Background: an optimization exercise with open tools, aiming at small area and a short achievable clock period. Do not read the settings as production practice. In this exercise RTL edits were held to simulation tests only and were not proved equivalent to the original. Power is estimated from default activity; no workload was simulated.

<file path="flow/design.v">
module glade_shf (
    input  wire        clk,
    input  wire        rst,
    input  wire        trig,
    input  wire [3:0]  op,
    input  wire [63:0] a,
    input  wire [63:0] bsrc,
    input  wire [63:0] t,
    output reg  [63:0] q,
    output reg         err
);
    localparam [3:0] OP_SLL    = 4'd0,
                     OP_SRL    = 4'd1,
                     OP_SRA    = 4'd2,
                     OP_ROL    = 4'd3,
                     OP_ROR    = 4'd4,
                     OP_BFEXTU = 4'd5,
                     OP_BFEXTS = 4'd6,
                     OP_BFINS  = 4'd7,
                     OP_BREV   = 4'd8,
                     OP_BSWAP  = 4'd9,
                     OP_CLZ    = 4'd10,
                     OP_CTZ    = 4'd11,
                     OP_POPC   = 4'd12;
    wire        big_amt = |t[63:6];
    wire [5:0]  amt     = t[5:0];
    wire [63:0] sll_res = big_amt ? 64'd0 : (a << amt);
    wire [63:0] srl_res = big_amt ? 64'd0 : (a >> amt);
    wire signed [63:0] a_signed = a;
    wire [63:0] sra_shift = a_signed >>> amt;
    wire [63:0] sra_res = big_amt ? {64{a[63]}} : sra_shift;
    wire [63:0] rol_res = (a << amt) | (a >> (7'd64 - {1'b0, amt}));
    wire [63:0] ror_res = (a >> amt) | (a << (7'd64 - {1'b0, amt}));
    wire [5:0]  pos       = t[5:0];
    wire [6:0]  width_raw = t[14:8];
    wire        field_bad = (|t[7:6]) | (|t[63:15]) | (width_raw > 7'd64);
    wire [6:0]  room      = 7'd64 - {1'b0, pos};
    wire [6:0]  width     = (width_raw > room) ? room : width_raw;
    wire [63:0] low_mask  = (width == 7'd64) ? 64'hFFFF_FFFF_FFFF_FFFF
                                             : ((64'd1 << width) - 64'd1);
    wire [63:0] field     = (a >> pos) & low_mask;
    wire        field_top = (width == 7'd0) ? 1'b0 : field[width - 7'd1];
    wire [63:0] bfextu_res = field;
    wire [63:0] bfexts_res = field_top ? (field | ~low_mask) : field;
    wire [63:0] bfins_res  = (a & ~(low_mask << pos)) | ((bsrc & low_mask) << pos);
    reg  [63:0] brev_res;
    reg  [63:0] bswap_res;
    integer i;
    always @(*) begin
        for (i = 0; i < 64; i = i + 1)
            brev_res[i] = t[63 - i];
        for (i = 0; i < 8; i = i + 1)
            bswap_res[8*i +: 8] = t[8*(7 - i) +: 8];
    end
    reg  [6:0]  clz_res;
    reg  [6:0]  ctz_res;
    reg  [6:0]  popc_res;
    always @(*) begin
        clz_res = 7'd64;
        for (i = 0; i < 64; i = i + 1)
            if (t[i]) clz_res = 7'd63 - i[6:0];
        ctz_res = 7'd64;
        for (i = 63; i >= 0; i = i - 1)
            if (t[i]) ctz_res = i[6:0];
        popc_res = 7'd0;
        for (i = 0; i < 64; i = i + 1)
            popc_res = popc_res + {6'd0, t[i]};
    end
    reg  [63:0] res;
    reg         bad;
    always @(*) begin
        bad = 1'b0;
        res = 64'd0;
        case (op)
            OP_SLL:    res = sll_res;
            OP_SRL:    res = srl_res;
            OP_SRA:    res = sra_res;
            OP_ROL:    res = rol_res;
            OP_ROR:    res = ror_res;
            OP_BFEXTU: begin res = bfextu_res; bad = field_bad; end
            OP_BFEXTS: begin res = bfexts_res; bad = field_bad; end
            OP_BFINS:  begin res = bfins_res;  bad = field_bad; end
            OP_BREV:   res = brev_res;
            OP_BSWAP:  res = bswap_res;
            OP_CLZ:    res = {57'd0, clz_res};
            OP_CTZ:    res = {57'd0, ctz_res};
            OP_POPC:   res = {57'd0, popc_res};
            default:   bad = 1'b1;
        endcase
    end
    always @(posedge clk) begin
        if (rst) begin
            q   <= 64'd0;
            err <= 1'b0;
        end else begin
            err <= trig & bad;
            if (trig & ~bad)
                q <= res;
        end
    end
endmodule
</file>
<file path="flow/run.sh">
#!/bin/bash
# synth_recipe.tcl (not shown) runs the flow's synth.tcl, then flattens the netlist and writes it again
# the make line also repeats each setting of config.mk as NAME=value (left out here)
make -C /OpenROAD-flow-scripts/flow DESIGN_CONFIG=/design/flow/config.mk WORK_HOME=/design/flow/orfs CLKGATE_MAP_FILE= SYNTH_SCRIPT=/design/flow/synth_recipe.tcl finish
</file>
<file path="flow/config.mk">
export PLATFORM = sky130hd
export DESIGN_NAME = glade_shf
export DESIGN_NICKNAME = glade_shf
export VERILOG_FILES = /design/flow/design.v
export SDC_FILE = /design/flow/constraint.sdc
export NUM_CORES = 4
export LEC_CHECK = 0
export CAP_MARGIN = 30
export CORE_MARGIN = 2
export CORE_UTILIZATION = 18
export PLACE_DENSITY = 0.35
export SLEW_MARGIN = 35
</file>
<file path="flow/constraint.sdc">
create_clock -name core_clock -period 11.0 [get_ports {clk}]
set_input_delay 2.2000 -clock core_clock [delete_from_list [all_inputs] [get_ports {clk}]]
set_output_delay 2.2000 -clock core_clock [all_outputs]
set_load 0.01 [all_outputs]
</file>
==> summary.txt <==
## worst paths after layout
path | start | slack [ns] | depth (start not counted) | endpoint
worst min register to register | q[14] | 0.49 | 2 | q[14]
worst min-delay path | q[14] | 0.49 | 2 | q[14]
worst max register to register | q[53] | 9.67 | 3 | q[53]
worst max-delay path | t[0] | 0.68 | 30 | q[53]
## power breakdown
part	switching [mW]	internal [mW]	total (mW)
Combinational	5.33	2.39	7.72
Sequential	0.0391	0.256	0.295
Clock	0.161	0.210	0.372
## critical path: cells and delay by family
| family | cells | cell delay [ns] |
|---|---|---|
| adder cells (fa/ha/maj) | 2 | 0.51 |
| multiplexers | 3 | 1.10 |
| AND/OR/NAND/NOR | 8 | 2.73 |
| AO/OA/AOI/OAI | 9 | 2.61 |
| buffers and inverters | 8 | 1.34 |
## through the flow
stage          power [mW]  std cells  setup slack, ns  cell area [sq um]  utilization (%)
4_1_cts              8.02       9607            0.921              51700             23.6
3_5_place_dp         7.63       9592            0.524              51400             23.4
3_3_place_gp         7.74       9589            0.379              51000             23.3
2_1_floorplan        3.67       6168          0.00646              40000                -
5_1_grt              8.43       9621            0.711              51800             23.6
6_report             8.39       9676            0.682              51900             23.7
## placed cells by master (no fill, tap or decap), types with 33 or more instances in the layout
cell type | netlist | layout
buf_4 | 3 | 881
nor2_1 | 807 | 768
nand2_1 | 749 | 737
o21ai_0 | 530 | 498
a21oi_1 | 500 | 485
mux2i_1 | 312 | 308
clkdlybuf4s50_1 | 0 | 243
nand3_1 | 167 | 165
nor3_1 | 172 | 158
inv_1 | 145 | 139
o211ai_1 | 136 | 136
mux4_2 | 128 | 128
a211oi_1 | 141 | 123
o22ai_1 | 126 | 120
mux2_2 | 111 | 110
a221oi_1 | 113 | 109
a31oi_1 | 90 | 86
diode_2 | 0 | 68
dfxtp_1 | 65 | 65
o31ai_1 | 62 | 60
o221ai_1 | 63 | 60
fa_1 | 54 | 54
nor4_1 | 53 | 49
a311oi_1 | 49 | 49
a21o_1 | 46 | 46
nand2b_1 | 45 | 45
nand4_1 | 42 | 42
a22oi_1 | 40 | 40
o21ai_1 | 13 | 39
and3_1 | 37 | 37
o2111ai_1 | 38 | 36
a221o_1 | 36 | 36
o21a_1 | 33 | 33
## layout make-up
cell class              count  area share [%]
clock buffers              11           0.487
clock inverters             4           0.147
repair buffers           1167            18.6
inverters                 159            1.22
diodes                     68           0.328
well taps                2871            6.91
multi-input cells        5331            69.8
flip-flops and latches     65            2.50
## kinds of logic after synthesis
family	synth area share (%)
buffers and inverters	7.59
XOR/XNOR	0.676
multiplexers	18.4
AND/OR/NAND/NOR	24.6
AO/OA/AOI/OAI	41.7
adder cells (fa/ha/maj)	3.74
flip-flops	3.29
## metal layers
layer / wire (um) / vias up / GRT usage (%)
li1: - / 24900 / -
met1: 210000 / 33000 / 55.3
met2: 233000 / 4986 / 71.6
met3: 44300 / 1638 / 11.2
met4: 65700 / 24 / 46.3
met5: 200 / - / 0
## flip-flops by register name, summed over array words and instances, names as in the netlist
register	count
err	1
q	64
==> out/metrics.yaml <==
yosys:
  yosysWarnings: 1
  synth_area_leaders: "mux2i_1, nor2_1, mux4_2, nand2_1, o21ai_0"
  synthDistinctLibCells: 107
  syn_area_per_cell_sq_um: 6.42
  synthCells: 6168
  synth_top_area_share_pct: 7.89
  ys_async_sr_fraction_pct: 0
  yosys.area.top_type: "mux2i_1"
  synthTopCellsByCount: "nor2_1, nand2_1, o21ai_0"
  synth_fp_nets: 6453
  synth_enable_flop_cells: 0
  ys_ff_latch: 65
  synth-seq-area-share_pct: 3.29
  synth.most_common_cell: "nor2_1"
  netlist_area_sq_mm: 0.0396
  synthFlopType: "dfxtp_1"
sta:
  worstMarginPinSlew_ns: 1.20
  clock.fmax_ghz: 0.0969
  fin_crit_ns: 10.32
  maxSlewHeadroom_pct: 19.2
  period_share_pct: 93.8
  setup_viol: 0
  hold_viol: 0
  final.setup.tns_ns: 0
  clock_skew_ns: 0
  timing.final.max_slew_violations: 0
  rsz0062_at_grt: "no"
  holdWs_ns: 0.489
floorplanning:
  row_count: 172
  core_sq_mm: 0.219
  start_util_pct: 18.1
  die_w_um: 473
  die_area_sq_mm: 0.224
  pin_count: 264
  die_h_um: 473
global_routing:
  antenna_found_initial: 108
  grt_overflow_total: 0
  grt_pass1_vias: 60100
  grt_start_max_net_pins: 138
  grtUsageTotal_pct: 47.7
  grt_pass1_wl_um: 695000
worst_setup_path:
  max_stage_delay_ns: 0.58
  crit_arrival_ns: 10.58
  crit_top_cell: "buf_4"
  cpMaxStageDelayCell: "mux2i_1"
  crit_type: "in2reg"
  cp-end-kind: "flip-flop"
  cp.required_ns: 11.26
  crit_path_start_kind: "input pin"
  critPathMaxFanout: 18
cts:
  path_clk_slew_ns: 0.07
  cts_setup_buffers: 0
  htree_num_levels: 3
  root_buffer: "clkbuf_16"
  clockBufferDepth: 2
  postCtsResizedCells: 0
  insertion_delay_ns: 0.41
  cts_buffers: 9
  holdBufCountCts: 0
  cts_tree: "yes"
  clock_sinks: 65
finish:
  multi_input_area_sq_mm: 0.0363
  area_delta_synth_final_pct: 31.2
  drive_gt1_share_pct: 21.4
  fillers: 25000
  nets: 7018
  seq_area_sq_mm: 0.00130
power_and_ir_drop:
  ir_worst_vdd_uv: 285
  power_density_mw_per_mm2: 161
  power_leakage_nw: 19.4
detailed_routing:
  dr.pass1.iters: 8
  drc: 0
  wire_per_inst_um: 57.2
  ant_nets: 0
  vias: 64500
  vias_per_cell: 6.67
  drt_iter0_markers: 10300
  drt_wl_total_um: 554000
placed_design:
  place.port_buffers: 263
  gp_congestion: 1.10
  dp_hpwl_um: 453000
worst_hold_path:
  hp-class: "reg2reg"
run:
  max-cap-violations: 0
status:
  outcome: "no timing/DRC/antenna violations"

==> what the ideal ports hide <==
In the flow no input, the clock included, has a driving cell. The finished layout below was timed again as built, in two steps.
Step 1: set_driving_cell puts a clkbuf_16 on clk and a buf_2 on each other input, an assumption about the parent block.
Step 2 times the ports against the registers' clock, not the clock port: input delays grow and output delays shrink by t, the midpoint of the rising clock arrivals with the driver on.
Slacks: ideal / step 1 / step 2; pairs: ideal / step 1.
t, ns: 0.477
slack for setup (ns): 0.682 / 0.719 / 0.243
hold WS [ns]: 0.489 / 0.489 / 0.489
pins driven straight from the clock port: 1
After both steps this run still meets setup and hold. For this run, drivers alone change the setup slack by +0.037 ns; drivers and shift together by -0.439 ns.
